Source: an optimization exercise on an open RTL-to-GDS flow (aim: small area, a short achievable clock period and few clock cycles per item). Production flows keep margins and buffers that such runs may drop.
Function was checked by simulation only, so behaviour that the tests miss may differ from the original.

--- design/flow/config.mk ---
export PLATFORM = sky130hd
export DESIGN_NAME = ftn_addr_hash
export DESIGN_NICKNAME = ftn_addr_hash
export VERILOG_FILES = /design/flow/design.v
export SDC_FILE = /design/flow/constraint.sdc
export NUM_CORES = 4
export LEC_CHECK = 0
export CAP_MARGIN = 20
export CORE_MARGIN = 2
export CORE_UTILIZATION = 50
export SLEW_MARGIN = 20
--- design/flow/constraint.sdc ---
create_clock -name core_clock -period 11.0 [get_ports {clk}]
set_input_delay 2.2000 -clock core_clock [delete_from_list [all_inputs] [get_ports {clk}]]
set_output_delay 2.2000 -clock core_clock [all_outputs]
set_load 0.01 [all_outputs]
--- design/flow/design.v ---
module ftn_addr_hash (
    input  wire         clk,
    input  wire         rst,         
    input  wire [127:0] key,         
    input  wire         in_valid,
    output wire         in_ready,
    input  wire [127:0] addr,        
    input  wire         is_v6,
    input  wire         v6_pfx,
    output wire         out_valid,
    input  wire         out_ready,
    output wire [63:0]  h,
    output wire [19:0]  index,       
    output wire [15:0]  tag          
);
    function [63:0] bswap64(input [63:0] x);
        integer i;
        begin
            for (i = 0; i < 8; i = i + 1)
                bswap64[8*i +: 8] = x[63-8*i -: 8];
        end
    endfunction
    function [31:0] bswap32(input [31:0] x);
        bswap32 = {x[7:0], x[15:8], x[23:16], x[31:24]};
    endfunction
    function [63:0] rotl(input [63:0] x, input integer b);
        rotl = (x << b) | (x >> (64 - b));
    endfunction
    reg         run;         
    reg  [4:0]  cnt;         
    reg         t6, tp;      
    reg  [63:0] m0_q;        
    reg  [63:0] lo_q;        
    reg  [63:0] x0, x1, y0, y1;
    reg         ov;          
    reg  [63:0] h_q;
    reg         last;        
    reg         rdy;         
    reg         init;        
    reg         f_m0, f_lo0, f_8_0, f_16_0, f_lo3, f_8_3, f_16_3, fin;   
    wire ph     = cnt[0];    
    wire done   = last && !ov;                          
    wire replay = last && ov;                           
    assign in_ready = rdy;
    wire acc = !rst && in_valid && rdy;
    wire       run_n  = !rst && (acc || replay || (run && !last));
    wire       ov_n   = !rst && (done || (ov && !out_ready));
    wire [4:0] cn     = cnt + 5'd1;
    wire       step   = !rst && !init;                  
    wire       last_n = step && (t6 ? (cn == 5'd19) : tp ? (cn == 5'd15) : (cn == 5'd11));
    wire [63:0] m0_in = !is_v6 ? {8'd4, 24'd0, bswap32(addr[31:0])} : bswap64(addr[127:64]);
    wire [63:0] m0    = in_ready ? m0_in : m0_q;
    wire [63:0] k0 = bswap64(key[127:64]);
    wire [63:0] k1 = bswap64(key[63:0]);
    wire [63:0] s, t;
    sip_add64 add_s (.a(x0), .b(y0), .s(s));
    sip_add64 add_t (.a(x1), .b(y1), .s(t));
    wire [63:0] ry0 = ph ? rotl(y0, 17) : rotl(y0, 13);
    wire [63:0] ry1 = ph ? rotl(y1, 21) : rotl(y1, 16);
    wire [63:0] inj0 = (f_m0 ? m0_q : 64'd0) | (f_lo0 ? lo_q : 64'd0)
                     | {3'd0, f_16_0, f_8_0, 59'd0};
    wire [63:0] inj3 = (f_lo3 ? lo_q : 64'd0) | {3'd0, f_16_3, f_8_3, 59'd0};
    wire [63:0] nx0 = t ^ inj0;
    wire [63:0] nx1 = rotl(s, 32) ^ {56'd0, {8{fin}}};
    wire [63:0] ny0 = ry0 ^ s;
    wire [63:0] ny1 = (ry1 ^ inj3) ^ t;
    wire [63:0] hf  = ny0 ^ rotl(s, 32) ^ ry1;           
    always @(posedge clk) begin
        if (in_ready) begin
            m0_q <= m0_in;
            lo_q <= bswap64(addr[63:0]);
            t6   <= is_v6 && !v6_pfx;
            tp   <= is_v6 && v6_pfx;
        end
        if (init) begin
            x0  <= k0 ^ 64'h736f6d6570736575;
            y0  <= k1 ^ 64'h646f72616e646f6d;
            x1  <= k0 ^ 64'h6c7967656e657261;
            y1  <= k1 ^ 64'h7465646279746573 ^ m0;
            cnt <= 5'd0;
        end else begin
            x0  <= nx0;
            x1  <= nx1;
            y0  <= ny0;
            y1  <= ny1;
            cnt <= cnt + 5'd1;
        end
        if (done)
            h_q <= hf;
        run    <= run_n;
        ov     <= ov_n;
        last   <= last_n;
        rdy    <= !run_n || (last_n && !ov_n);
        init   <= !run_n || last_n;
        f_m0   <= step && cn == 5'd3;
        f_lo0  <= step && cn == 5'd7 && t6;
        f_8_0  <= step && cn == 5'd7 && tp;
        f_16_0 <= step && cn == 5'd11 && t6;
        f_lo3  <= step && cn == 5'd3 && t6;
        f_8_3  <= step && cn == 5'd3 && tp;
        f_16_3 <= step && cn == 5'd7 && t6;
        fin    <= step && (t6 ? cn == 5'd11 : tp ? cn == 5'd7 : cn == 5'd3);
    end
    assign out_valid = ov;
    assign h         = h_q;
    assign index     = h_q[19:0];
    assign tag       = h_q[35:20];
endmodule
module sip_add64 (input wire [63:0] a, input wire [63:0] b, output wire [63:0] s);
    wire [63:0] p0 = a ^ b;
    wire [63:0] g0 = a & b;
    wire g_0_1 = g0[1] | (p0[1] & g0[0]);
    wire g_0_3 = g0[3] | (p0[3] & g0[2]);
    wire p_0_3 = p0[3] & p0[2];
    wire g_0_5 = g0[5] | (p0[5] & g0[4]);
    wire p_0_5 = p0[5] & p0[4];
    wire g_0_7 = g0[7] | (p0[7] & g0[6]);
    wire p_0_7 = p0[7] & p0[6];
    wire g_0_9 = g0[9] | (p0[9] & g0[8]);
    wire p_0_9 = p0[9] & p0[8];
    wire g_0_11 = g0[11] | (p0[11] & g0[10]);
    wire p_0_11 = p0[11] & p0[10];
    wire g_0_13 = g0[13] | (p0[13] & g0[12]);
    wire p_0_13 = p0[13] & p0[12];
    wire g_0_15 = g0[15] | (p0[15] & g0[14]);
    wire p_0_15 = p0[15] & p0[14];
    wire g_0_17 = g0[17] | (p0[17] & g0[16]);
    wire p_0_17 = p0[17] & p0[16];
    wire g_0_19 = g0[19] | (p0[19] & g0[18]);
    wire p_0_19 = p0[19] & p0[18];
    wire g_0_21 = g0[21] | (p0[21] & g0[20]);
    wire p_0_21 = p0[21] & p0[20];
    wire g_0_23 = g0[23] | (p0[23] & g0[22]);
    wire p_0_23 = p0[23] & p0[22];
    wire g_0_25 = g0[25] | (p0[25] & g0[24]);
    wire p_0_25 = p0[25] & p0[24];
    wire g_0_27 = g0[27] | (p0[27] & g0[26]);
    wire p_0_27 = p0[27] & p0[26];
    wire g_0_29 = g0[29] | (p0[29] & g0[28]);
    wire p_0_29 = p0[29] & p0[28];
    wire g_0_31 = g0[31] | (p0[31] & g0[30]);
    wire p_0_31 = p0[31] & p0[30];
    wire g_0_33 = g0[33] | (p0[33] & g0[32]);
    wire p_0_33 = p0[33] & p0[32];
    wire g_0_35 = g0[35] | (p0[35] & g0[34]);
    wire p_0_35 = p0[35] & p0[34];
    wire g_0_37 = g0[37] | (p0[37] & g0[36]);
    wire p_0_37 = p0[37] & p0[36];
    wire g_0_39 = g0[39] | (p0[39] & g0[38]);
    wire p_0_39 = p0[39] & p0[38];
    wire g_0_41 = g0[41] | (p0[41] & g0[40]);
    wire p_0_41 = p0[41] & p0[40];
    wire g_0_43 = g0[43] | (p0[43] & g0[42]);
    wire p_0_43 = p0[43] & p0[42];
    wire g_0_45 = g0[45] | (p0[45] & g0[44]);
    wire p_0_45 = p0[45] & p0[44];
    wire g_0_47 = g0[47] | (p0[47] & g0[46]);
    wire p_0_47 = p0[47] & p0[46];
    wire g_0_49 = g0[49] | (p0[49] & g0[48]);
    wire p_0_49 = p0[49] & p0[48];
    wire g_0_51 = g0[51] | (p0[51] & g0[50]);
    wire p_0_51 = p0[51] & p0[50];
    wire g_0_53 = g0[53] | (p0[53] & g0[52]);
    wire p_0_53 = p0[53] & p0[52];
    wire g_0_55 = g0[55] | (p0[55] & g0[54]);
    wire p_0_55 = p0[55] & p0[54];
    wire g_0_57 = g0[57] | (p0[57] & g0[56]);
    wire p_0_57 = p0[57] & p0[56];
    wire g_0_59 = g0[59] | (p0[59] & g0[58]);
    wire p_0_59 = p0[59] & p0[58];
    wire g_0_61 = g0[61] | (p0[61] & g0[60]);
    wire p_0_61 = p0[61] & p0[60];
    wire g_0_63 = g0[63] | (p0[63] & g0[62]);
    wire p_0_63 = p0[63] & p0[62];
    wire g_1_3 = g_0_3 | (p_0_3 & g_0_1);
    wire g_1_7 = g_0_7 | (p_0_7 & g_0_5);
    wire p_1_7 = p_0_7 & p_0_5;
    wire g_1_11 = g_0_11 | (p_0_11 & g_0_9);
    wire p_1_11 = p_0_11 & p_0_9;
    wire g_1_15 = g_0_15 | (p_0_15 & g_0_13);
    wire p_1_15 = p_0_15 & p_0_13;
    wire g_1_19 = g_0_19 | (p_0_19 & g_0_17);
    wire p_1_19 = p_0_19 & p_0_17;
    wire g_1_23 = g_0_23 | (p_0_23 & g_0_21);
    wire p_1_23 = p_0_23 & p_0_21;
    wire g_1_27 = g_0_27 | (p_0_27 & g_0_25);
    wire p_1_27 = p_0_27 & p_0_25;
    wire g_1_31 = g_0_31 | (p_0_31 & g_0_29);
    wire p_1_31 = p_0_31 & p_0_29;
    wire g_1_35 = g_0_35 | (p_0_35 & g_0_33);
    wire p_1_35 = p_0_35 & p_0_33;
    wire g_1_39 = g_0_39 | (p_0_39 & g_0_37);
    wire p_1_39 = p_0_39 & p_0_37;
    wire g_1_43 = g_0_43 | (p_0_43 & g_0_41);
    wire p_1_43 = p_0_43 & p_0_41;
    wire g_1_47 = g_0_47 | (p_0_47 & g_0_45);
    wire p_1_47 = p_0_47 & p_0_45;
    wire g_1_51 = g_0_51 | (p_0_51 & g_0_49);
    wire p_1_51 = p_0_51 & p_0_49;
    wire g_1_55 = g_0_55 | (p_0_55 & g_0_53);
    wire p_1_55 = p_0_55 & p_0_53;
    wire g_1_59 = g_0_59 | (p_0_59 & g_0_57);
    wire p_1_59 = p_0_59 & p_0_57;
    wire g_1_63 = g_0_63 | (p_0_63 & g_0_61);
    wire p_1_63 = p_0_63 & p_0_61;
    wire g_2_7 = g_1_7 | (p_1_7 & g_1_3);
    wire g_2_15 = g_1_15 | (p_1_15 & g_1_11);
    wire p_2_15 = p_1_15 & p_1_11;
    wire g_2_23 = g_1_23 | (p_1_23 & g_1_19);
    wire p_2_23 = p_1_23 & p_1_19;
    wire g_2_31 = g_1_31 | (p_1_31 & g_1_27);
    wire p_2_31 = p_1_31 & p_1_27;
    wire g_2_39 = g_1_39 | (p_1_39 & g_1_35);
    wire p_2_39 = p_1_39 & p_1_35;
    wire g_2_47 = g_1_47 | (p_1_47 & g_1_43);
    wire p_2_47 = p_1_47 & p_1_43;
    wire g_2_55 = g_1_55 | (p_1_55 & g_1_51);
    wire p_2_55 = p_1_55 & p_1_51;
    wire g_2_63 = g_1_63 | (p_1_63 & g_1_59);
    wire p_2_63 = p_1_63 & p_1_59;
    wire g_3_15 = g_2_15 | (p_2_15 & g_2_7);
    wire g_3_31 = g_2_31 | (p_2_31 & g_2_23);
    wire p_3_31 = p_2_31 & p_2_23;
    wire g_3_47 = g_2_47 | (p_2_47 & g_2_39);
    wire p_3_47 = p_2_47 & p_2_39;
    wire g_3_63 = g_2_63 | (p_2_63 & g_2_55);
    wire p_3_63 = p_2_63 & p_2_55;
    wire g_4_31 = g_3_31 | (p_3_31 & g_3_15);
    wire g_4_63 = g_3_63 | (p_3_63 & g_3_47);
    wire p_4_63 = p_3_63 & p_3_47;
    wire g_5_63 = g_4_63 | (p_4_63 & g_4_31);
    wire g_6_47 = g_3_47 | (p_3_47 & g_4_31);
    wire g_7_23 = g_2_23 | (p_2_23 & g_3_15);
    wire g_7_39 = g_2_39 | (p_2_39 & g_4_31);
    wire g_7_55 = g_2_55 | (p_2_55 & g_6_47);
    wire g_8_11 = g_1_11 | (p_1_11 & g_2_7);
    wire g_8_19 = g_1_19 | (p_1_19 & g_3_15);
    wire g_8_27 = g_1_27 | (p_1_27 & g_7_23);
    wire g_8_35 = g_1_35 | (p_1_35 & g_4_31);
    wire g_8_43 = g_1_43 | (p_1_43 & g_7_39);
    wire g_8_51 = g_1_51 | (p_1_51 & g_6_47);
    wire g_8_59 = g_1_59 | (p_1_59 & g_7_55);
    wire g_9_5 = g_0_5 | (p_0_5 & g_1_3);
    wire g_9_9 = g_0_9 | (p_0_9 & g_2_7);
    wire g_9_13 = g_0_13 | (p_0_13 & g_8_11);
    wire g_9_17 = g_0_17 | (p_0_17 & g_3_15);
    wire g_9_21 = g_0_21 | (p_0_21 & g_8_19);
    wire g_9_25 = g_0_25 | (p_0_25 & g_7_23);
    wire g_9_29 = g_0_29 | (p_0_29 & g_8_27);
    wire g_9_33 = g_0_33 | (p_0_33 & g_4_31);
    wire g_9_37 = g_0_37 | (p_0_37 & g_8_35);
    wire g_9_41 = g_0_41 | (p_0_41 & g_7_39);
    wire g_9_45 = g_0_45 | (p_0_45 & g_8_43);
    wire g_9_49 = g_0_49 | (p_0_49 & g_6_47);
    wire g_9_53 = g_0_53 | (p_0_53 & g_8_51);
    wire g_9_57 = g_0_57 | (p_0_57 & g_7_55);
    wire g_9_61 = g_0_61 | (p_0_61 & g_8_59);
    wire g_10_2 = g0[2] | (p0[2] & g_0_1);
    wire g_10_4 = g0[4] | (p0[4] & g_1_3);
    wire g_10_6 = g0[6] | (p0[6] & g_9_5);
    wire g_10_8 = g0[8] | (p0[8] & g_2_7);
    wire g_10_10 = g0[10] | (p0[10] & g_9_9);
    wire g_10_12 = g0[12] | (p0[12] & g_8_11);
    wire g_10_14 = g0[14] | (p0[14] & g_9_13);
    wire g_10_16 = g0[16] | (p0[16] & g_3_15);
    wire g_10_18 = g0[18] | (p0[18] & g_9_17);
    wire g_10_20 = g0[20] | (p0[20] & g_8_19);
    wire g_10_22 = g0[22] | (p0[22] & g_9_21);
    wire g_10_24 = g0[24] | (p0[24] & g_7_23);
    wire g_10_26 = g0[26] | (p0[26] & g_9_25);
    wire g_10_28 = g0[28] | (p0[28] & g_8_27);
    wire g_10_30 = g0[30] | (p0[30] & g_9_29);
    wire g_10_32 = g0[32] | (p0[32] & g_4_31);
    wire g_10_34 = g0[34] | (p0[34] & g_9_33);
    wire g_10_36 = g0[36] | (p0[36] & g_8_35);
    wire g_10_38 = g0[38] | (p0[38] & g_9_37);
    wire g_10_40 = g0[40] | (p0[40] & g_7_39);
    wire g_10_42 = g0[42] | (p0[42] & g_9_41);
    wire g_10_44 = g0[44] | (p0[44] & g_8_43);
    wire g_10_46 = g0[46] | (p0[46] & g_9_45);
    wire g_10_48 = g0[48] | (p0[48] & g_6_47);
    wire g_10_50 = g0[50] | (p0[50] & g_9_49);
    wire g_10_52 = g0[52] | (p0[52] & g_8_51);
    wire g_10_54 = g0[54] | (p0[54] & g_9_53);
    wire g_10_56 = g0[56] | (p0[56] & g_7_55);
    wire g_10_58 = g0[58] | (p0[58] & g_9_57);
    wire g_10_60 = g0[60] | (p0[60] & g_8_59);
    wire g_10_62 = g0[62] | (p0[62] & g_9_61);
    wire [63:0] c = {g_10_62, g_9_61, g_10_60, g_8_59, g_10_58, g_9_57, g_10_56, g_7_55, g_10_54, g_9_53, g_10_52, g_8_51, g_10_50, g_9_49, g_10_48, g_6_47, g_10_46, g_9_45, g_10_44, g_8_43, g_10_42, g_9_41, g_10_40, g_7_39, g_10_38, g_9_37, g_10_36, g_8_35, g_10_34, g_9_33, g_10_32, g_4_31, g_10_30, g_9_29, g_10_28, g_8_27, g_10_26, g_9_25, g_10_24, g_7_23, g_10_22, g_9_21, g_10_20, g_8_19, g_10_18, g_9_17, g_10_16, g_3_15, g_10_14, g_9_13, g_10_12, g_8_11, g_10_10, g_9_9, g_10_8, g_2_7, g_10_6, g_9_5, g_10_4, g_1_3, g_10_2, g_0_1, g0[0], 1'b0};
    assign s = p0 ^ c;
endmodule
--- design/flow/flow/run.sh ---
#!/bin/bash
# Layout: the standard flow (standard.sh) with these changes:
#  - repair_timing is asked to leave 7 ns of setup slack at the 11 ns clock
#    (a 4 ns target), so that it sizes the datapath for speed;
#  - the full-adder cells are added to the platform's don't-use list, so
#    synthesis extracts only half adders and leaves the 3-input XORs and
#    majorities of the adders to abc (faster than the fa cell's sum output);
#  - ports are buffered with buf_1 cells instead of the default choice;
#  - clock tree: clkbuf_8 buffers, clusters of at most 16 sinks within 45 um,
#    no dummy loads.
# The clock, the constraints and everything else are the standard ones.
set -euo pipefail
DONT_USE="sky130_fd_sc_hd__probe_p_8 sky130_fd_sc_hd__probec_p_8 sky130_fd_sc_hd__lpflow_bleeder_1 sky130_fd_sc_hd__lpflow_clkbufkapwr_1 sky130_fd_sc_hd__lpflow_clkbufkapwr_16 sky130_fd_sc_hd__lpflow_clkbufkapwr_2 sky130_fd_sc_hd__lpflow_clkbufkapwr_4 sky130_fd_sc_hd__lpflow_clkbufkapwr_8 sky130_fd_sc_hd__lpflow_clkinvkapwr_1 sky130_fd_sc_hd__lpflow_clkinvkapwr_16 sky130_fd_sc_hd__lpflow_clkinvkapwr_2 sky130_fd_sc_hd__lpflow_clkinvkapwr_4 sky130_fd_sc_hd__lpflow_clkinvkapwr_8 sky130_fd_sc_hd__lpflow_decapkapwr_12 sky130_fd_sc_hd__lpflow_decapkapwr_3 sky130_fd_sc_hd__lpflow_decapkapwr_4 sky130_fd_sc_hd__lpflow_decapkapwr_6 sky130_fd_sc_hd__lpflow_decapkapwr_8 sky130_fd_sc_hd__lpflow_inputiso0n_1 sky130_fd_sc_hd__lpflow_inputiso0p_1 sky130_fd_sc_hd__lpflow_inputiso1n_1 sky130_fd_sc_hd__lpflow_inputiso1p_1 sky130_fd_sc_hd__lpflow_inputisolatch_1 sky130_fd_sc_hd__lpflow_isobufsrc_1 sky130_fd_sc_hd__lpflow_isobufsrc_16 sky130_fd_sc_hd__lpflow_isobufsrc_2 sky130_fd_sc_hd__lpflow_isobufsrc_4 sky130_fd_sc_hd__lpflow_isobufsrc_8 sky130_fd_sc_hd__lpflow_isobufsrckapwr_16 sky130_fd_sc_hd__lpflow_lsbuf_lh_hl_isowell_tap_1 sky130_fd_sc_hd__lpflow_lsbuf_lh_hl_isowell_tap_2 sky130_fd_sc_hd__lpflow_lsbuf_lh_hl_isowell_tap_4 sky130_fd_sc_hd__lpflow_lsbuf_lh_isowell_4 sky130_fd_sc_hd__lpflow_lsbuf_lh_isowell_tap_1 sky130_fd_sc_hd__lpflow_lsbuf_lh_isowell_tap_2 sky130_fd_sc_hd__lpflow_lsbuf_lh_isowell_tap_4  sky130_fd_sc_hd__fa_1 sky130_fd_sc_hd__fa_2 sky130_fd_sc_hd__fa_4"
bash standard.sh \
  SETUP_SLACK_MARGIN=7 \
  "DONT_USE_CELLS=$DONT_USE" \
  "BUFFER_PORTS_ARGS=-buffer_cell sky130_fd_sc_hd__buf_1" \
  "CTS_ARGS=-sink_clustering_enable -repair_clock_nets -dont_use_dummy_load -buf_list {sky130_fd_sc_hd__clkbuf_8} -sink_clustering_size 16 -sink_clustering_max_diameter 45" \
  finish > standard_flow.log 2>&1
--- design/flow/standard.sh ---
#!/bin/bash
# synth_recipe.tcl (not shown) runs the flow's synth.tcl, then flattens the netlist and writes it again
# the make line also repeats each setting of config.mk as NAME=value (left out here)
make -C /OpenROAD-flow-scripts/flow DESIGN_CONFIG=/design/flow/config.mk WORK_HOME=/design/flow/orfs CLKGATE_MAP_FILE= SYNTH_SCRIPT=/design/flow/synth_recipe.tcl "${@:-finish}"
==> results of run 1 <==
-- placed cells by master, fill, tap and decap left out, drive strengths merged, types with 5 or more instances in the layout --
cell	n
xnor2	381
buf	379
dfxtp	337
mux2i	220
nand2	196
ha	192
o21ai	187
nor2	171
xor2	144
edfxtp	130
a21oi	124
inv	96
a21o	67
a22oi	62
clkbuf	60
nand2b	26
mux2	22
nand4	20
nand3	13
a31o	7
and2	6
o21bai	5
or2	5
nor2b	5
-- tightest hold or removal path, stage by stage (launching register included) --
cell and delay, ns:
dfxtp_1 0.31, nor2_1 0.08, a21oi_1 0.07
-- flip-flops by register name, indices dropped and copies added, names as in the netlist, 5 cells and up --
name and count:
y1 64, x1 64, m0_q 64, cnt 5
y0 64, x0 64, lo_q 64, h_q 64
-- through the flow --
step	instance area, sq um	std cells	worst slack, ns	hold WS, ns
after floorplan	26100	2601	7.01	0.475
after global placement	27700	3516	6.44	0.488
after detailed placement	27700	3516	6.70	0.495
after CTS	28700	3575	6.92	0.507
after global routing	29100	3580	6.93	0.528
final	29100	3581	6.99	0.511
-- what timing repair did --
| action | 4_1_cts | 5_1_grt |
|---|---|---|
| setup buffers | 0 | 5 |
| hold buffers | 0 | 0 |
| setup endpoints to repair | 64 | 67 |
| gates resized for setup | 29 | 49 |
| pin swaps | 3 | 26 |
-- Yosys cell counts (5+ instances only) --
master    instances
nor2_1          171
clkbuf_1         67
dfxtp_1         337
a21o_1           67
nand4_1          20
ha_1            192
buf_2            17
a22oi_1          62
o21ai_0         176
xnor2_1         381
o21ai_1           6
edfxtp_1        130
a21oi_1         120
buf_4            36
mux2_2           22
mux2i_1         220
nand2_1         196
and2_1            6
nor2b_1           5
nand2b_1         26
xor2_1          144
buf_1            20
o21bai_1          5
inv_1            95
nand3_1          13
-- metal layers --
layer  wire [um]  vias up  track usage [%]
met1       47500    10200             57.2
met5           0        -                0
met3       13100      224             11.3
met2       46600     1323             60.4
met4        7390        0             21.7
li1            -     9450                -
-- cells by family (layout without fill, tap and decap cells) --
| kind of cell | count (synthesis) | after routing |
|---|---|---|
| XOR/XNOR | 525 | 525 |
| AO/OA/AOI/OAI | 484 | 484 |
| flip-flops | 467 | 467 |
| AND/OR/NAND/NOR | 455 | 455 |
| multiplexers | 242 | 242 |
| buffers and inverters | 236 | 535 |
| adder cells (fa/ha/maj) | 192 | 192 |
| other | 0 | 1 |
-- cell type report --
cell class	instances	area [sq um]	area share, %
Multi-Input combinational cell	1898	14900	51.2
Sequential cell	467	10700	36.7
Timing Repair Buffer	380	1510	5.18
Tap cell	680	851	2.92
Clock buffer	59	812	2.79
Inverter	96	360	1.24
Antenna cell	1	2.50	0.00860
-- how the worst min path moves through the flow --
stage / endpoint / slack [ns] / cells after the start
5_1_grt: m0_q[7]$_DFF_P_ / 0.53 / 2
2_1_floorplan: m0_q[58]$_DFF_P_ / 0.48 / 2
3_5_place_dp: m0_q[9]$_DFF_P_ / 0.49 / 2
3_3_place_gp: m0_q[58]$_DFF_P_ / 0.49 / 2
6_report: m0_q[5]$_DFF_P_ / 0.51 / 2
4_1_cts: m0_q[7]$_DFF_P_ / 0.51 / 2
==> qor.txt, run 1 <==
Avg WL per Cell: 32.0 um
Largest family of logic cells by synthesized area: XOR/XNOR gates
Starting density of the core: 50.7%
Post-synth top area share: 25.9%
Hold Path Class: reg2reg
Hold path startpoint: m0_q[5]$_DFF_P_
Ys async rst share: 0%
Final worst path period need: 4.01 ns
Root Buffer: clkbuf_8
TritonCTS buffer count: 59
Synthesized area: 26100 sq um
Max-Slew Margin vs Limit: 24.8%
Total congestion overflow: 0
Placeable Area: 51400 sq um
DRT iter0 DRCs: 2896
Worst R2R Start: y0[31]$_DFF_P_
Post-synthesis mux area share: 9.39%
Synth area leaders: dfxtp_1 (26%), edfxtp_1 (15%), xnor2_1 (13%)
Post-synthesis compound-gate area fraction: 11.6%
Largest delay contributor family on the critical path: compound AO/OA/AOI/OAI gates
Fin crit share: 36.4%
RSZ-0062 raised after global routing: true
Primary FF master, synth: dfxtp_1
Final ANT Viol Nets: 0
Filler cells: 4657
Setup CP Type: reg2reg
P&R area growth vs syn: 11.6%
WP data arrival: 4.47 ns
Netlist cell types: 64
IO Port Bufs: 363
Xor/xnor cell area share of the yosys netlist: 17.6%
Post-Syn Nets: 3055
# nets final: 3356
Worst setup path end: h_q[58]$_DFFE_PP_
Final setup fails: 0
H-tree depth: 2
Max cap viols: 0
Clock latency at the later pin of the worst-skew pair: 0.72 ns
Worst-path clk slew: 0.09 ns
First-pass GRT wire length: 153000 um
GPL Wtd Cong: 1.05
Via count: 21200
Crit path required time: 11.46 ns
Max frequency: 250 MHz
Register bit total from synthesis: 467
Synth area leader: dfxtp_1
Avg Cell Area, Syn: 10.0 sq um
Clock buffer depth: 3
Post-Syn Instances: 2601
Worst-path maximum fanout: 5
# IOs: 364
Setup TNS: 0 ns
R2R cell count: 13
Vias in the first global route: 19700
Syn. warnings: 1
Startpoint types: flop
DP HPWL: 94600 um
Share of cells above drive strength 1: 6.62%
Slowest cell on crit path: inv_1
Vias per cell: 5.91
Worst reg2reg path endpoint: h_q[58]$_DFFE_PP_
Largest net degree at the start of global routing: 92
Worst-Margin Slew: 1.10 ns
R2r setup slk: 6.99 ns
Clock skew: 0.0610 ns
Initial antenna violation count: 3
Status: timing/DRC/antenna clean
Delay of the slowest critical-path stage: 0.43 ns
Rows: 83
Sequential area share after synthesis: 40.8%
Die area: 54000 sq um
Worst-path cell chain: ha_4, nand4_1, or2_1, or3_1, a211oi_2, o211ai_2, o21ai_4, a31oi_4, o21bai_1, ha_1, inv_1, xnor2_2, xnor2_1
Crit path from: y0[31]$_DFF_P_
GRT Overall Usage: 41.9%
Number of remaining DRC errors: 0
Height of the die: 232 um
EDFF count, synth: 130
Drt first pass iters: 5
Post-synthesis adder-cell area fraction: 9.21%
Clock sinks: 467
Die width: 232 um
Fin. Hold Viols: 0
WP buf/inv: 1
CP Capture Type: flop
Slew Limit Fails: 0
DRT Wirelength: 115000 um
WP depth: 13
Simple-Gate Fraction of Synth Area: 7.38%
Util after Layout: 56.6%
CTS tree: yes
Testbench counts, summed over its fixed seeds: cycles 38,308, items 2,400.
==> inputs of run 2 (changes only) <==
--- a/design/flow/config.mk
+++ b/design/flow/config.mk
@@ -9,3 +9,3 @@
 export CORE_MARGIN = 2
-export CORE_UTILIZATION = 50
+export CORE_UTILIZATION = 65
 export SLEW_MARGIN = 20
==> run 2 against run 1 <==
Worst hold slack better by 0.0033 ns. Sequential share of layout area is 0.21 points higher. Register-to-register slack worse by 0.03 ns. Routed wire length is 8.3% lower. Final area is 0.64% lower. Sequential cell count stayed put. Non-clock buffer count is 3 higher. Global-route usage is 8.1 points higher. Synthesized cell count stayed put. Fmax is 0.78% lower.
==> qor.txt, run 2 <==
Initial antenna violation count: 1 (-2)
Worst-path clk slew: 0.08 ns (about the same)
Rows: 73 (-12%)
Max frequency: 248 MHz (-0.78%)
Final ANT Viol Nets: 0 (unchanged)
DRT iter0 DRCs: 2973 (+2.7%)
Register Area: 10700 sq um (about the same)
Slew Limit Fails: 0 (unchanged)
Synthesized area: 26100 sq um (unchanged)
Avg Cell Area, Syn: 10.0 sq um (unchanged)
Max cap viols: 0 (unchanged)
Die width: 204 um (-12%)
Startpoint types: flop
Placeable Area: 39600 sq um (-23%)
Clock latency at the later pin of the worst-skew pair: 0.71 ns (about the same)
Root Buffer: clkbuf_8
Post-Syn Instances: 2601 (unchanged)
RSZ-0062 raised after global routing: true
Status: timing/DRC/antenna clean
TritonCTS buffer count: 54 (-8.5%)
Clock buffer depth: 3 (unchanged)
First-pass GRT wire length: 144000 um (-6.2%)
Share of cells above drive strength 1: 7.04% (+0.42 points)
Placed cell count: 3362 (-4.4%)
CP Capture Type: flop
Most common cell after layout, fill and taps aside: buf_1
Fin. Hold Viols: 0 (unchanged)
Clock sinks: 467 (unchanged)
Most frequent cell after synthesis: xnor2_1
Worst-Margin Slew: 1.28 ns (+0.185 ns)
IO Port Bufs: 363 (unchanged)
Syn. warnings: 1 (unchanged)
Total congestion overflow: 0 (unchanged)
Worst-path maximum fanout: 5 (unchanged)
Register bit total from synthesis: 467 (unchanged)
# nets final: 3354 (-0.060%)
DP HPWL: 85400 um (-9.8%)
Worst setup margin: 6.96 ns (-0.0317 ns)
Vias per cell: 6.31 (+6.8%)
Max-Slew Margin vs Limit: 14.0% (-11 points)
Die area: 41700 sq um (-23%)
Ys async rst share: 0% (unchanged)
Fin crit share: 36.7% (+0.29 points)
Crit path required time: 11.37 ns (-0.09 ns)
Hold Path Class: reg2reg
Pre-CTS setup slack: 6.29 ns (-0.406 ns)
Post-synth top area share: 25.9% (unchanged)
WP data arrival: 4.41 ns (-0.06 ns)
DRT Wirelength: 105000 um (-8.3%)
Commonest cells post-synth: xnor2_1 (381), dfxtp_1 (337), mux2i_1 (220)
P&R area growth vs syn: 10.9%
Height of the die: 204 um (-12%)
GPL Wtd Cong: 1.11 (+5.5%)
Starting density of the core: 65.8% (+15 points)
# IOs: 364 (unchanged)
GRT Overall Usage: 49.9% (+8.1 points)
Final worst path period need: 4.04 ns (+0.0317 ns)
Setup CP Type: reg2reg
Final setup fails: 0 (unchanged)
Synth area leader: dfxtp_1
H-tree depth: 2 (unchanged)
Clock skew: 0.0774 ns (+0.0164 ns)
Setup TNS: 0 ns (unchanged)
Primary FF master, synth: dfxtp_1
Number of remaining DRC errors: 0 (unchanged)
Sequential area share after synthesis: 40.8% (unchanged)
Post-Syn Nets: 3055 (unchanged)
Via count: 21600 (+2.1%)
CTS tree: yes
Largest net degree at the start of global routing: 204 (+120%)
Non-Filler Instances: 3424 (-4.4%)
EDFF count, synth: 130 (unchanged)
Area of the multi-input gates: 14900 sq um (+0.33%)
Commonest non-fill, non-tap cells in the layout: buf_1 (362), xnor2_1 (344), dfxtp_1 (329), mux2i_1 (220), nand2_1 (196)
Vias in the first global route: 20000 (+1.6%)
Synth area leaders: dfxtp_1 (26%), edfxtp_1 (15%), xnor2_1 (13%)
Avg WL per Cell: 30.7 um (-4.1%)
Filler cells: 2977 (-36%)
Drt first pass iters: 7 (+2)
Netlist cell types: 64 (unchanged)
-- run 2: cell counts after synthesis --
No cell type changed its count.
-- run 2: routing by layer --
layer | vias up | track usage (%) | part of all wire, %
li1 | 9437 | - | -
met1 | 10100 | 66.3 | 37
met2 | 1712 | 68.6 | 39
met3 | 343 | 17.6 | 15
met4 | 0 | 32.1 | 8.3
met5 | - | 0 | 0
-- run 2: final cells by class --
class	instances	area share, %
Antenna cell	1	0.00865
Clock buffer	54	2.57
Inverter	96	1.25
Multi-Input combinational cell	1898	51.7
Sequential cell	467	36.9
Tap cell	525	2.27
Timing Repair Buffer	383	5.33
-- run 2: path summary, 6_finish.rpt --
check                           end  cells past startpoint        startpoint  slack, ns
setup / recovery  h_q[62]$_DFFE_PP_                     14    y0[25]$_DFF_P_       6.96
hold / removal     m0_q[11]$_DFF_P_                      2  m0_q[11]$_DFF_P_       0.51
setup reg to reg  h_q[62]$_DFFE_PP_                     14    y0[25]$_DFF_P_       6.96
hold reg to reg    m0_q[11]$_DFF_P_                      2  m0_q[11]$_DFF_P_       0.51
-- run 2: timing repair --
action	in CTS	in global routing
gates resized for setup	20	70
endpoints found under the setup margin	43	82
pin swaps	1	16
setup buffers	0	7
gates cloned	0	0
hold buffers	0	0
-- run 2: logic make-up after synthesis --
family	count (synthesis)	synth area share, %
buffers and inverters	236	4.00
multiplexers	242	9.39
AO/OA/AOI/OAI	484	11.6
AND/OR/NAND/NOR	455	7.38
adder cells (fa/ha/maj)	192	9.21
flip-flops	467	40.8
XOR/XNOR	525	17.6
-- run 2: per-stage QoR --
step | hold slack, ns | util, % | cell area, sq um
2_1_floorplan | 0.475 | - | 26100
3_3_place_gp | 0.490 | 69.5 | 27600
3_5_place_dp | 0.494 | 69.5 | 27600
4_1_cts | 0.509 | 71.7 | 28400
5_1_grt | 0.531 | 72.9 | 28900
6_report | 0.514 | 72.9 | 28900
-- run 2: worst max-delay path, stage by stage, from the launching register on --
cell,delay [ns]
dfxtp_1,0.33
ha_1,0.38
a21oi_1,0.18
nor2_1,0.07
a211oi_1,0.44
o221ai_2,0.20
o211ai_2,0.32
o21ai_4,0.16
a31oi_4,0.22
o21ai_2,0.09
o41a_1,0.31
ha_2,0.42
inv_1,0.19
xnor2_2,0.28
xnor2_2,0.15
==> inputs of run 3 (changes only) <==
--- a/design/flow/flow/run.sh
+++ b/design/flow/flow/run.sh
@@ -2,4 +2,4 @@
 # Layout: the standard flow (standard.sh) with these changes:
-#  - repair_timing is asked to leave 7 ns of setup slack at the 11 ns clock
-#    (a 4 ns target), so that it sizes the datapath for speed;
+#  - repair_timing is asked to leave 7.3 ns of setup slack at the 11 ns clock
+#    (a 3.7 ns target), so that it sizes the datapath for speed;
 #  - the full-adder cells are added to the platform's don't-use list, so
@@ -14,3 +14,3 @@
 bash standard.sh \
-  SETUP_SLACK_MARGIN=7 \
+  SETUP_SLACK_MARGIN=7.3 \
   "DONT_USE_CELLS=$DONT_USE" \
--- a/design/flow/config.mk
+++ b/design/flow/config.mk
@@ -9,3 +9,3 @@
 export CORE_MARGIN = 2
-export CORE_UTILIZATION = 65
+export CORE_UTILIZATION = 50
 export SLEW_MARGIN = 20
==> run 3 against run 2 <==
Critical path type unchanged. Critical endpoint is now h_q[63]$_DFFE_PP_. Fmax increased by 5.6%. Synthesized cell count unchanged. Core utilization decreased by 13 points. Final area increased by 6.8%. Worst setup slack improved by 0.21 ns. Global-route usage decreased by 7.3 points. Sequential cell count unchanged. Largest cell class unchanged.
==> qor.txt, run 3 <==
Clock sinks: 467 (unchanged)
Die width: 232 um (+14%)
Met1 global-route usage: 59.0% (-7.2 points)
Clock skew: 0.0561 ns (-0.0214 ns)
Starting density of the core: 50.7% (-15 points)
Final worst path period need: 3.82 ns (-0.214 ns)
Placeable Area: 51400 sq um (+30%)
EDFF count, synth: 130 (unchanged)
CTS tree: yes
Util after Layout: 60.1% (-13 points)
Vias in the first global route: 20000 (+0.090%)
GR Util met3: 10.2% (-7.4 points)
Netlist cell types: 64 (unchanged)
Status: timing/DRC/antenna clean
Filler cells: 4522 (+52%)
Final ANT Viol Nets: 0 (unchanged)
Worst Hold Margin: 0.510 ns (-0.00452 ns)
Share of cells above drive strength 1: 13.5% (+6.5 points)
Synth area leader: dfxtp_1
CP Capture Type: flop
P&R area growth vs syn: 18.4%
Total congestion overflow: 0 (unchanged)
Fin crit share: 34.8% (-1.9 points)
RSZ-0062 raised after global routing: true
Fin. Hold Viols: 0 (unchanged)
Non-Filler Instances: 3633 (+6.1%)
DRT iter0 DRCs: 3051 (+2.6%)
Initial antenna violation count: 11 (+10)
Most common cell after layout, fill and taps aside: buf_1
GPL Wtd Cong: 1.05 (-4.8%)
TritonCTS buffer count: 70 (+30%)
Worst R2R Start: y0[18]$_DFF_P_
Number of remaining DRC errors: 0 (unchanged)
Hold Path Class: reg2reg
Slew Limit Fails: 0 (unchanged)
Setup CP Type: reg2reg
Setup TNS: 0 ns (unchanged)
Sequential area share after synthesis: 40.8% (unchanged)
Worst-path maximum fanout: 3 (-2)
Vias per cell: 5.94 (-5.9%)
Placed cell count: 3518 (+4.6%)
WP buf/inv: 1 (unchanged)
Commonest cells post-synth: xnor2_1 (381), dfxtp_1 (337), mux2i_1 (220)
Met2 GRT Util: 59.5% (-9.1 points)
Worst-Margin Slew: 1.24 ns (-0.0438 ns)
# IOs: 364 (unchanged)
R2R cell count: 16 (+2)
GR peak layer: met2
H-tree depth: 3 (+1)
Delay of the slowest critical-path stage: 0.37 ns (-0.07 ns)
Cts hold-fix bufs: 0 (unchanged)
Synth area leaders: dfxtp_1 (26%), edfxtp_1 (15%), xnor2_1 (13%)
DP HPWL: 95800 um (+12%)
Most frequent cell after synthesis: xnor2_1
Worst-path cell chain: ha_1, nand2_2, o21ai_1, a221oi_4, o221ai_2, o211ai_2, o21ai_4, a31oi_4, o21ai_4, o41a_1, ha_4, nor2_4, xnor2_2, buf_6, xnor2_4, xnor2_2
Clock latency at the later pin of the worst-skew pair: 0.68 ns (-0.03 ns)
Commonest non-fill, non-tap cells in the layout: buf_1 (362), xnor2_1 (311), dfxtp_1 (301), mux2i_1 (218), nand2_1 (194)
R2r setup slk: 7.18 ns (+0.21 ns)
Synthesized area: 26100 sq um (unchanged)
Max-Slew Margin vs Limit: 15.1% (+1.2 points)
Ys async rst share: 0% (unchanged)
# nets final: 3404 (+1.5%)
Max cap viols: 0 (unchanged)
DRT Wirelength: 117000 um (+11%)
Clock buffer depth: 3 (unchanged)
Max frequency: 261 MHz (+5.6%)
Post-Syn Nets: 3055 (unchanged)
GRT Overall Usage: 42.6% (-7.3 points)
Height of the die: 232 um (+14%)
Worst-path clk slew: 0.08 ns (about the same)
Crit path from: y0[18]$_DFF_P_
Drt first pass iters: 6 (-1)
Root Buffer: clkbuf_8
Die area: 54000 sq um (+29%)
Post-Syn Instances: 2601 (unchanged)
Cell count of the worst hold path: 2 (unchanged)
First-pass GRT wire length: 156000 um (+8.5%)
Rows: 83 (+14%)
Slowest cell on crit path: o41a_1
Avg WL per Cell: 32.1 um (+4.7%)
Final setup fails: 0 (unchanged)
Register bit total from synthesis: 467 (unchanged)
Avg Cell Area, Syn: 10.0 sq um (unchanged)
IO Port Bufs: 363 (unchanged)
Largest delay contributor family on the critical path: compound AO/OA/AOI/OAI gates
Primary FF master, synth: dfxtp_1
Startpoint types: flop
WP depth: 16 (+2)
WP data arrival: 4.21 ns (-0.20 ns)
Crit path required time: 11.38 ns (about the same)
Hold path startpoint: m0_q[28]$_DFF_P_
Syn. warnings: 1 (unchanged)
Largest net degree at the start of global routing: 173 (-15%)
Via count: 21600 (-0.18%)
Post-synth top area share: 25.9% (unchanged)
-- run 3: cell types whose count changed in the layout (fill, tap and decap cells not counted), sizes merged --
cell / change
clkbuf: +16
diode: +4
buf: +34
-- run 3: final cells by class --
| class | instances | area [sq um] | share of cell area, % |
|---|---|---|---|
| Antenna cell | 5 | 12.5 | 0.0405 |
| Clock buffer | 70 | 963 | 3.12 |
| Inverter | 96 | 360 | 1.17 |
| Multi-Input combinational cell | 1898 | 16100 | 52.2 |
| Sequential cell | 467 | 10700 | 34.7 |
| Tap cell | 680 | 851 | 2.76 |
| Timing Repair Buffer | 417 | 1860 | 6.02 |
-- run 3: path summary, 6_finish.rpt --
kind | to
worst max-delay path | h_q[63]$_DFFE_PP_
worst min-delay path | m0_q[28]$_DFF_P_
worst max register to register | h_q[63]$_DFFE_PP_
worst min register to register | m0_q[28]$_DFF_P_
-- run 3: worst min-delay path: stages, from the launching register on --
cell	delay, ns
dfxtp_1	0.31
nor2_1	0.08
a21oi_1	0.06
-- run 3: logic make-up (layout without fill, tap and decap cells) --
family | Yosys count | count (layout) | share of synthesized area [%]
other cells | 0 | 5 | 0
compound gates | 484 | 484 | 11.6
flops | 467 | 467 | 40.8
xor+xnor | 525 | 525 | 17.6
buf+inv | 236 | 583 | 4.00
fa+ha+maj | 192 | 192 | 9.21
mux | 242 | 242 | 9.39
simple gates | 455 | 455 | 7.38
-- run 3: metrics by stage --
stage / area (sq um) / setup WS, ns
floorplan: 26100 / 7.54
global placement: 27800 / 6.48
detailed placement: 27800 / 6.49
CTS: 29700 / 7.17
global route: 30900 / 7.09
finish: 30900 / 7.18
-- run 3: what timing repair did --
action                     CTS  global route
setup endpoints to repair  157           116
buffers inserted            13            27
gates resized for setup    142           147
pin swaps                   53            72
-- run 3: layer usage --
| metal | wire length (um) | vias up |
|---|---|---|
| li1 | - | 9543 |
| met1 | 48200 | 10400 |
| met2 | 47300 | 1388 |
| met3 | 13100 | 274 |
| met4 | 8050 | 6 |
| met5 | 36 | - |
==> inputs of run 4 (changes only) <==
--- a/design/flow/config.mk
+++ b/design/flow/config.mk
@@ -9,3 +9,3 @@
 export CORE_MARGIN = 2
-export CORE_UTILIZATION = 50
+export CORE_UTILIZATION = 60
 export SLEW_MARGIN = 20
==> run 4 against run 3 <==
Synthesized area is the same. Critical path depth is 3 lower. Still clean. Non-clock buffer count decreased by 14. Sequential cell count stayed put. Critical path type unchanged.
==> qor.txt, run 4 <==
Status: timing/DRC/antenna clean
Crit path required time: 11.42 ns (+0.04 ns)
Most common cell after layout, fill and taps aside: buf_1
Clock latency at the later pin of the worst-skew pair: 0.71 ns (+0.03 ns)
Setup CP Type: reg2reg
Clock sinks: 467 (unchanged)
Register bit total from synthesis: 467 (unchanged)
Synth area leaders: dfxtp_1 (26%), edfxtp_1 (15%), xnor2_1 (13%)
P&R area growth vs syn: 15.2%
H-tree depth: 2 (-1)
Startpoint types: flop
Commonest non-fill, non-tap cells in the layout: buf_1 (362), xnor2_1 (328), dfxtp_1 (304), mux2i_1 (217), nand2_1 (194)
EDFF count, synth: 130 (unchanged)
Crit path from: y0[15]$_DFF_P_
Vias in the first global route: 20000 (-0.035%)
GR Util met3: 15.2% (+4.9 points)
Max-Slew Margin vs Limit: 20.9% (+5.8 points)
Via count: 21700 (+0.82%)
Max cap viols: 0 (unchanged)
Clock buffer depth: 3 (unchanged)
Simple-Gate Fraction of Synth Area: 7.38% (unchanged)
Post-synth top area share: 25.9% (unchanged)
Worst-Margin Slew: 1.15 ns (-0.0846 ns)
# diodes: 0 (-5)
Post-synthesis compound-gate area fraction: 11.6% (unchanged)
Total congestion overflow: 0 (unchanged)
Initial antenna violation count: 9 (-2)
Util after Layout: 69.9% (+9.8 points)
Fin crit share: 34.3% (-0.47 points)
Cts hold-fix bufs: 0 (unchanged)
Commonest cells post-synth: xnor2_1 (381), dfxtp_1 (337), mux2i_1 (220)
Met2 GRT Util: 65.1% (+5.6 points)
Post-synthesis adder-cell area fraction: 9.21% (unchanged)
Drt first pass iters: 6 (unchanged)
Root Buffer: clkbuf_8
Post-Syn Nets: 3055 (unchanged)
Worst R2R Start: y0[15]$_DFF_P_
Largest family of logic cells by synthesized area: XOR/XNOR gates
GRT Overall Usage: 47.4% (+4.8 points)
Final ANT Viol Nets: 0 (unchanged)
Clock skew: 0.0761 ns (+0.0201 ns)
Most frequent cell after synthesis: xnor2_1
Hold Path Class: reg2reg
TritonCTS buffer count: 54 (-23%)
Synthesized area: 26100 sq um (unchanged)
CTS tree: yes
Starting density of the core: 60.7% (+9.9 points)
Worst-path clk slew: 0.09 ns (about the same)
Die area: 45200 sq um (-16%)
Final worst path period need: 3.77 ns (-0.0517 ns)
Setup TNS: 0 ns (unchanged)
Post-Syn Instances: 2601 (unchanged)
Hold path startpoint: m0_q[58]$_DFF_P_
GPL Wtd Cong: 1.09 (+3.3%)
Avg WL per Cell: 30.9 um (-3.6%)
# nets final: 3374 (-0.88%)
GR peak layer: met2
RSZ-0062 raised after global routing: true
Non-Filler Instances: 3503 (-3.6%)
Final setup fails: 0 (unchanged)
Sequential area share after synthesis: 40.8% (unchanged)
Max frequency: 265 MHz (+1.4%)
Synth area leader: dfxtp_1
IO Port Bufs: 363 (unchanged)
Fin. Hold Viols: 0 (unchanged)
WP data arrival: 4.19 ns (-0.02 ns)
Syn. warnings: 1 (unchanged)
DRT iter0 DRCs: 3050 (-0.033%)
Vias per cell: 6.21 (+4.6%)
Die width: 212 um (-8.6%)
Placeable Area: 43000 sq um (-16%)
Worst-path maximum fanout: 3 (unchanged)
Avg Cell Area, Syn: 10.0 sq um (unchanged)
Xor/xnor cell area share of the yosys netlist: 17.6% (unchanged)
Rows: 76 (-8.4%)
First-pass GRT wire length: 146000 um (-6.3%)
Post-synthesis mux area share: 9.39% (unchanged)
DP HPWL: 87800 um (-8.4%)
Netlist cell types: 64 (unchanged)
CP Capture Type: flop
Height of the die: 212 um (-8.6%)
Met1 global-route usage: 63.3% (+4.3 points)
Ys async rst share: 0% (unchanged)
# IOs: 364 (unchanged)
Slew Limit Fails: 0 (unchanged)
Placed cell count: 3420 (-2.8%)
DRT Wirelength: 108000 um (-7.1%)
Share of cells above drive strength 1: 11.5% (-2.0 points)
Largest net degree at the start of global routing: 161 (-6.9%)
Primary FF master, synth: dfxtp_1
Number of remaining DRC errors: 0 (unchanged)
-- run 4: area by class of cell --
class / count / area [sq um]
tap: 585 / 732
inverter: 96 / 360
timing repair buffer: 403 / 1730
fill: 3318 / 12900
clock buffer: 54 / 743
multi-input combinational: 1898 / 15800
sequential: 467 / 10700
-- run 4: routing by layer --
metal  up-vias  routed length [um]  part of all wire [%]
li1       9507                   -                     -
met1     10200               41000                    38
met5         -                  73                 0.067
met4        12                8840                   8.2
met2      1721               42900                    40
met3       320               15600                    14
-- run 4: final timing paths --
check             slack, ns  depth (start not counted)           endpoint
setup reg to reg       7.23                         13  h_q[25]$_DFFE_PP_
setup / recovery       7.23                         13  h_q[25]$_DFFE_PP_
hold / removal         0.51                          2   m0_q[58]$_DFF_P_
hold reg to reg        0.51                          2   m0_q[58]$_DFF_P_
-- run 4: metrics by stage --
| stage | instance area, sq um | worst slack, ns | hold slack [ns] |
|---|---|---|---|
| floorplan | 26100 | 7.54 | 0.475 |
| global placement | 27600 | 6.70 | 0.489 |
| detailed placement | 27600 | 6.66 | 0.492 |
| CTS | 29400 | 7.27 | 0.507 |
| global route | 30000 | 7.14 | 0.531 |
| finish | 30000 | 7.23 | 0.509 |
-- run 4: kinds of logic (layout without fill, tap and decap cells) --
logic type,count (synthesis),in the layout
AO/OA/AOI/OAI,484,484
XOR/XNOR,525,525
adder cells (fa/ha/maj),192,192
buffers and inverters,236,553
flip-flops,467,467
multiplexers,242,242
AND/OR/NAND/NOR,455,455
-- run 4: repair_timing --
action                                 in CTS  in global routing
pin swaps                                  50                 43
gates resized for setup                   131                106
setup buffers                              16                 13
setup endpoints to repair                 146                113
endpoints found under the hold margin       0                  0
-- run 4: worst max-delay path, stage by stage (launching register included) --
cell     delay (ns)
dfxtp_2        0.36
ha_4           0.30
nand4_1        0.21
buf_4          0.20
nor2_1         0.12
o21ai_2        0.11
nand2_1        0.11
nand3_1        0.15
o31ai_2        0.35
ha_1           0.21
nor2_1         0.05
xnor2_1        0.90
xor2_1         0.24
xnor2_1        0.21
==> inputs of run 5 (changes only) <==
--- a/design/flow/config.mk
+++ b/design/flow/config.mk
@@ -7,2 +7,3 @@
 export LEC_CHECK = 0
+export ABC_AREA = 1
 export CAP_MARGIN = 20
==> run 5 against run 4 <==
Worst hold slack lost 0.011 ns. Worst setup slack gained 0.12 ns. Die area grew 2.7%. Register-to-register slack gained 0.12 ns. First-iteration DRC count grew 13%.
==> qor.txt, run 5 <==
Status: timing/DRC/antenna clean
Synthesized area: 26800 sq um (+2.8%)
Vias per cell: 5.89 (-5.2%)
Hold Path Class: reg2reg
Startpoint types: flop
Syn. warnings: 1 (unchanged)
Most frequent cell after synthesis: nand2_1
DP HPWL: 82100 um (-6.4%)
Slowest cell on crit path: dfxtp_1
Worst R2R Start: y0[1]$_DFF_P_
Most frequent CP cell: nand2_4
Worst-path clk slew: 0.08 ns (about the same)
# IOs: 364 (unchanged)
Placed cell count: 4082 (+19%)
Total congestion overflow: 0 (unchanged)
Filler cells: 3859 (+16%)
Die area: 46400 sq um (+2.7%)
Clock latency at the later pin of the worst-skew pair: 0.70 ns (about the same)
Post-Syn Instances: 3263 (+25%)
Vias in the first global route: 22000 (+10%)
Setup CP Type: reg2reg
Avg Cell Area, Syn: 8.22 sq um (-18%)
EDFF count, synth: 130 (unchanged)
Worst-path maximum fanout: 5 (+2)
Register Area: 10700 sq um (-0.44%)
First-pass GRT wire length: 144000 um (-1.1%)
Worst Hold Margin: 0.498 ns (-0.0108 ns)
GRT Overall Usage: 43.3% (-4.1 points)
P&R area growth vs syn: 8.72%
Util after Layout: 66.0% (-3.8 points)
Height of the die: 215 um (+1.4%)
Worst-path cell chain: ha_1, ha_1, inv_1, nand2_1, nand2_1, nand2_2, nand2_2, nand2_4, nand2_2, nand2_4, nand2_4, nand2_4, nand2_4, nand2_4, a31o_2, ha_1, nor2_1, xor2_2, xor2_1, xnor2_1, inv_1
Clock buffer depth: 3 (unchanged)
Synth area leaders: dfxtp_1 (25%), edfxtp_1 (15%), ha_1 (9.0%)
Most common cell after layout, fill and taps aside: nand2_1
Non-Filler Instances: 4139 (+18%)
Crit path from: y0[1]$_DFF_P_
Ys async rst share: 0% (unchanged)
Clock sinks: 467 (unchanged)
# nets final: 4001 (+19%)
DRT iter0 DRCs: 3438 (+13%)
Final setup fails: 0 (unchanged)
IO Port Bufs: 363 (unchanged)
Sequential area share after synthesis: 39.7% (-1.1 points)
Starting density of the core: 60.7% (+0.069 points)
Max cap viols: 0 (unchanged)
Largest net degree at the start of global routing: 187 (+16%)
Fin. Hold Viols: 0 (unchanged)
CP Capture Type: flop
Register bit total from synthesis: 467 (unchanged)
Hold path startpoint: m0_q[55]$_DFF_P_
Area of the multi-input gates: 14200 sq um (-9.9%)
Root Buffer: clkbuf_8
Die width: 215 um (+1.4%)
Post-Syn Nets: 3717 (+22%)
H-tree depth: 2 (unchanged)
Final worst path period need: 3.66 ns (-0.117 ns)
Initial antenna violation count: 9 (unchanged)
TritonCTS buffer count: 55 (+1.9%)
Max frequency: 274 MHz (+3.2%)
RSZ-0062 raised after global routing: true
Max-Slew Margin vs Limit: 9.55% (-11 points)
Number of remaining DRC errors: 0 (unchanged)
Final ANT Viol Nets: 0 (unchanged)
Fin crit share: 33.2% (-1.1 points)
Netlist cell types: 45 (-30%)
Post-synth top area share: 25.2% (-0.70 points)
Delay of the slowest critical-path stage: 0.35 ns (-0.55 ns)
Avg WL per Cell: 24.9 um (-19%)
Rows: 77 (+1.3%)
Primary FF master, synth: dfxtp_1
Placeable Area: 44100 sq um (+2.7%)
Clock skew: 0.0597 ns (-0.0164 ns)
Share of cells above drive strength 1: 5.87% (-5.6 points)
DRT Wirelength: 103000 um (-4.9%)
Postcts setup bufs: 0 (-16)
Synth area leader: dfxtp_1
Commonest non-fill, non-tap cells in the layout: nand2_1 (639), o21ai_0 (390), buf_1 (362), dfxtp_1 (332), inv_1 (330)
Drt first pass iters: 6 (unchanged)
Slew Limit Fails: 0 (unchanged)
WP data arrival: 4.06 ns (-0.13 ns)
Worst-Margin Slew: 1.34 ns (+0.190 ns)
GPL Wtd Cong: 1.07 (-1.7%)
CTS tree: yes
Commonest cells post-synth: nand2_1 (639), o21ai_0 (395), dfxtp_1 (337)
Crit path required time: 11.40 ns (-0.02 ns)
Setup TNS: 0 ns (unchanged)
Via count: 24400 (+12%)
==> run 5: stage by stage <==
step / area (sq um) / worst slack [ns]
after global placement: 28300 / 6.73
after floorplan: 26800 / 7.31
final: 29100 / 7.34
after global routing: 29100 / 7.24
after CTS: 29100 / 7.35
after detailed placement: 28300 / 6.84
==> run 5: cell families (layout without fill, tap and decap cells) <==
| kind of cell | count (synthesis) | count (layout) | share of synthesized area (%) |
|---|---|---|---|
| other | 0 | 2 | 0 |
| and+or+nand+nor | 987 | 987 | 15.4 |
| DFF | 467 | 467 | 39.7 |
| xor gates and xnor gates | 403 | 403 | 13.2 |
| adders and majority gates | 192 | 192 | 8.96 |
| AOI/OAI and AO/OA | 704 | 704 | 14.4 |
| buffers and inverters | 492 | 774 | 7.66 |
| muxes | 18 | 18 | 0.672 |
==> run 5: path summary, 6_finish.rpt <==
kind              slack, ns  cells past startpoint           endpoint
setup / recovery       7.34                     21  h_q[19]$_DFFE_PP_
setup reg to reg       7.34                     21  h_q[19]$_DFFE_PP_
hold reg to reg        0.50                      2   m0_q[55]$_DFF_P_
hold / removal         0.50                      2   m0_q[55]$_DFF_P_
==> run 5: repair_timing <==
| item | in CTS | in global routing |
|---|---|---|
| hold buffers | 0 | 0 |
| resized for setup | 0 | 13 |
| setup endpoints to repair | 0 | 14 |
==> run 5: critical path, delay by kind of cell, from the launching register on <==
kind / cells / cell delay (ns)
compound gates: 1 / 0.21
xor+xnor: 3 / 0.83
fa+ha+maj: 3 / 0.68
buf+inv: 2 / 0.14
flops: 1 / 0.35
simple gates: 12 / 1.15
==> run 5: final cells by class <==
class	count	share of cell area (%)
multi-input combinational	2304	48.7
sequential	467	36.6
timing repair buffer	380	5.16
inverter	339	4.37
clock buffer	55	2.60
tap	592	2.54
antenna	2	0.0172
==> run 5: per-layer routing <==
metal / GRT usage (%) / wire length [um]
met5: 0 / 8
met1: 63.6 / 42500
met2: 58.5 / 40100
met4: 16.5 / 4330
met3: 14.0 / 16200
==> inputs of run 6 (changes only) <==
--- a/design/flow/config.mk
+++ b/design/flow/config.mk
@@ -7,6 +7,5 @@
 export LEC_CHECK = 0
-export ABC_AREA = 1
 export CAP_MARGIN = 20
 export CORE_MARGIN = 2
-export CORE_UTILIZATION = 60
+export CORE_UTILIZATION = 70
 export SLEW_MARGIN = 20
==> run 6 against run 5 <==
Global-route usage rose by 9.3 points. First-iteration DRC count rose by 13%. Via count fell by 8.2%. Routed wire length rose by 1.9%. Worst setup slack got worse by 0.21 ns. Clock-buffer cell count fell by 5. Register-to-register slack got worse by 0.21 ns. Highest routed layer unchanged.
==> qor.txt, run 6 <==
Largest net degree at the start of global routing: 103 (-45%)
Setup TNS: 0 ns (unchanged)
Worst Hold Margin: 0.518 ns (+0.0203 ns)
RSZ-0062 raised after global routing: true
Starting density of the core: 71.2% (+10 points)
Root Buffer: clkbuf_8
Max cap viols: 0 (unchanged)
WP data arrival: 4.38 ns (+0.32 ns)
Avg Cell Area, Syn: 10.0 sq um (+22%)
GPL Wtd Cong: 1.15 (+7.9%)
Rows: 70 (-9.1%)
Vias per cell: 6.60 (+12%)
Worst-path cell chain: ha_4, ha_2, o211ai_1, a21oi_2, o21ai_2, nand2_1, nand3_1, o31ai_2, a21o_1, a21o_1, ha_2, nor2_1, xnor2_2, inv_1, mux2i_1
Slew Limit Fails: 0 (unchanged)
Final ANT Viol Nets: 0 (unchanged)
Primary FF master, synth: dfxtp_1
Crit path from: x0[1]$_DFF_P_
Most frequent cell after synthesis: xnor2_1
Status: timing/DRC/antenna clean
Largest delay contributor family on the critical path: compound AO/OA/AOI/OAI gates
Non-Filler Instances: 3389 (-18%)
Total congestion overflow: 0 (unchanged)
Setup CP Type: reg2reg
Post-Syn Nets: 3055 (-18%)
Hold path startpoint: m0_q[13]$_DFF_P_
Avg WL per Cell: 31.0 um (+24%)
Drt first pass iters: 8 (+2)
H-tree depth: 2 (unchanged)
# nets final: 3372 (-16%)
Ys async rst share: 0% (unchanged)
Slowest cell on crit path: xnor2_2
Die width: 197 um (-8.5%)
DRT iter0 DRCs: 3899 (+13%)
Commonest non-fill, non-tap cells in the layout: buf_1 (362), xnor2_1 (328), dfxtp_1 (305), mux2i_1 (218), nand2_1 (195)
Placeable Area: 36600 sq um (-17%)
Worst-path maximum fanout: 3 (-2)
Vias in the first global route: 20700 (-6.0%)
Sequential area share after synthesis: 40.8% (+1.1 points)
Hold Path Class: reg2reg
Most common cell after layout, fill and taps aside: buf_1
Fin crit share: 35.2% (+1.9 points)
Max frequency: 258 MHz (-5.5%)
Share of cells above drive strength 1: 10.9% (+5.0 points)
Register bit total from synthesis: 467 (unchanged)
Filler cells: 2253 (-42%)
P&R area growth vs syn: 13.6%
TritonCTS buffer count: 50 (-9.1%)
Syn. warnings: 1 (unchanged)
Delay of the slowest critical-path stage: 0.65 ns (+0.30 ns)
Startpoint types: flop
Final worst path period need: 3.87 ns (+0.213 ns)
Clock skew: 0.0783 ns (+0.0186 ns)
DP HPWL: 82800 um (+0.84%)
Commonest cells post-synth: xnor2_1 (381), dfxtp_1 (337), mux2i_1 (220)
CTS tree: yes
Height of the die: 197 um (-8.5%)
Synthesized area: 26100 sq um (-2.7%)
Number of remaining DRC errors: 0 (unchanged)
Clock sinks: 467 (unchanged)
Post-synth top area share: 25.9% (+0.70 points)
Worst-Margin Slew: 1.35 ns (+0.00750 ns)
Cts hold-fix bufs: 0 (unchanged)
Fin. Hold Viols: 0 (unchanged)
Clock buffer depth: 3 (unchanged)
Worst-path clk slew: 0.11 ns (+0.03 ns)
Pre-CTS setup slack: 6.61 ns (-0.230 ns)
IO Port Bufs: 363 (unchanged)
Max-Slew Margin vs Limit: 7.42% (-2.1 points)
Synth area leader: dfxtp_1
Clock latency at the later pin of the worst-skew pair: 0.69 ns (about the same)
Post-Syn Instances: 2601 (-20%)
Initial antenna violation count: 6 (-3)
CP Capture Type: flop
First-pass GRT wire length: 142000 um (-1.5%)
Via count: 22400 (-8.2%)
WP buf/inv: 1 (-1)
Final setup fails: 0 (unchanged)
EDFF count, synth: 130 (unchanged)
DRT Wirelength: 105000 um (+1.9%)
Netlist cell types: 64 (+42%)
Synth area leaders: dfxtp_1 (26%), edfxtp_1 (15%), xnor2_1 (13%)
Worst R2R Start: x0[1]$_DFF_P_
Crit path required time: 11.51 ns (+0.11 ns)
Placed cell count: 3306 (-19%)
Worst setup margin: 7.13 ns (-0.213 ns)
Die area: 38800 sq um (-16%)
GRT Overall Usage: 52.6% (+9.3 points)
# IOs: 364 (unchanged)
-- run 6: cell count changes after synthesis, sizes merged, moves of 26 or more --
| cell | previous run | this run |
|---|---|---|
| xnor2 | 162 | 381 |
| inv | 337 | 96 |
| nand2 | 669 | 196 |
| a22oi | 0 | 62 |
| mux2i | 18 | 220 |
| o21a | 31 | 0 |
| nor2 | 201 | 171 |
| xor2 | 241 | 144 |
| o21ai | 468 | 187 |
| nand3 | 53 | 13 |
| or2 | 45 | 5 |
| o22ai | 43 | 0 |
| a21o | 10 | 67 |
| nand2b | 0 | 26 |
-- run 6: path summary, 6_finish.rpt --
| check | endpoint | cells after the start | slack [ns] |
|---|---|---|---|
| worst min-delay path | m0_q[13]$_DFF_P_ | 2 | 0.52 |
| worst min register to register | m0_q[13]$_DFF_P_ | 2 | 0.52 |
| worst max register to register | x1[59]$_DFF_P_ | 15 | 7.13 |
| worst max-delay path | x1[59]$_DFF_P_ | 15 | 7.13 |
-- run 6: final cells by class --
cell class	count	area [sq um]	area share (%)
clock buffers	50	688	2.32
inverters	96	360	1.22
diodes	5	12.5	0.0422
well taps	468	586	1.98
multi-input cells	1898	15500	52.5
repair buffers	405	1730	5.84
flip-flops and latches	467	10700	36.2
-- run 6: per-stage QoR --
stage	instance area (sq um)	utilization (%)
2_1_floorplan	26100	-
6_report	29600	81.0
3_3_place_gp	27500	75.1
4_1_cts	28700	78.5
3_5_place_dp	27500	75.1
5_1_grt	29600	80.9
-- run 6: worst register-to-register path, stage by stage (launching register included) --
cell and delay, ns:
dfxtp_2 0.35, ha_4 0.25, ha_2 0.17, o211ai_1 0.11
a21oi_2 0.25, o21ai_2 0.11, nand2_1 0.11, nand3_1 0.20
o31ai_2 0.39, a21o_1 0.19, a21o_1 0.12, ha_2 0.17
nor2_1 0.07, xnor2_2 0.65, inv_1 0.12, mux2i_1 0.43
-- run 6: routing by layer --
layer	GRT usage [%]	vias to the layer above	share of wire (%)
li1	-	9483	-
met1	67.4	10400	35
met2	72.5	2065	39
met3	20.5	416	17
met4	36.8	4	8.8
met5	0	-	0.026
-- run 6: kinds of logic after synthesis --
logic type      count (synthesis)  share of synthesized area (%)
compound gates                484                           11.6
xor+xnor                      525                           17.6
fa+ha+maj                     192                           9.21
buf+inv                       236                           4.00
flops                         467                           40.8
mux                           242                           9.39
simple gates                  455                           7.38
-- run 6: what timing repair did --
item	4_1_cts	5_1_grt
endpoints found under the setup margin	105	117
resized for setup	71	140
setup buffers	15	13
hold endpoints to repair	0	0
cloned	0	0
pin swaps	27	46

afterwards: timing with drivers on the ports:
How much do the figures lean on ideal ports? The routed layouts below were timed once more, with nothing changed but the port constraints.
Step 1, drivers: a clkbuf_16 drives clk and a buf_2 each remaining input, both assumed.
Step 2 moves the port delays by t, midway between the first and last clock arrival at a register: inputs arrive t later, outputs are due t later. That takes back most of the time a late clock gives input paths.
a / b / c = ideal ports / drivers / drivers and shift; a / b = the first two.
run	t, ns	slack for setup (ns)	hold slack, ns	cell pins on the clock port's net
run 1	0.748	6.993 / 6.993 / 6.685	0.511 / 0.511 / 0.511	1
run 2	0.725	6.961 / 6.961 / 6.548	0.514 / 0.514 / 0.514	1
run 3	0.706	7.175 / 7.175 / 6.746	0.510 / 0.510 / 0.510	1
run 4	0.730	7.227 / 7.227 / 6.643	0.509 / 0.509 / 0.509	1
run 5	0.733	7.344 / 7.344 / 6.747	0.498 / 0.498 / 0.498	1
run 6	0.710	7.131 / 7.131 / 6.702	0.518 / 0.518 / 0.518	1
After both steps every run listed still meets setup and hold. For run 5, which loses most, drivers alone change the setup slack by 0.000 ns; drivers and shift together by -0.597 ns.
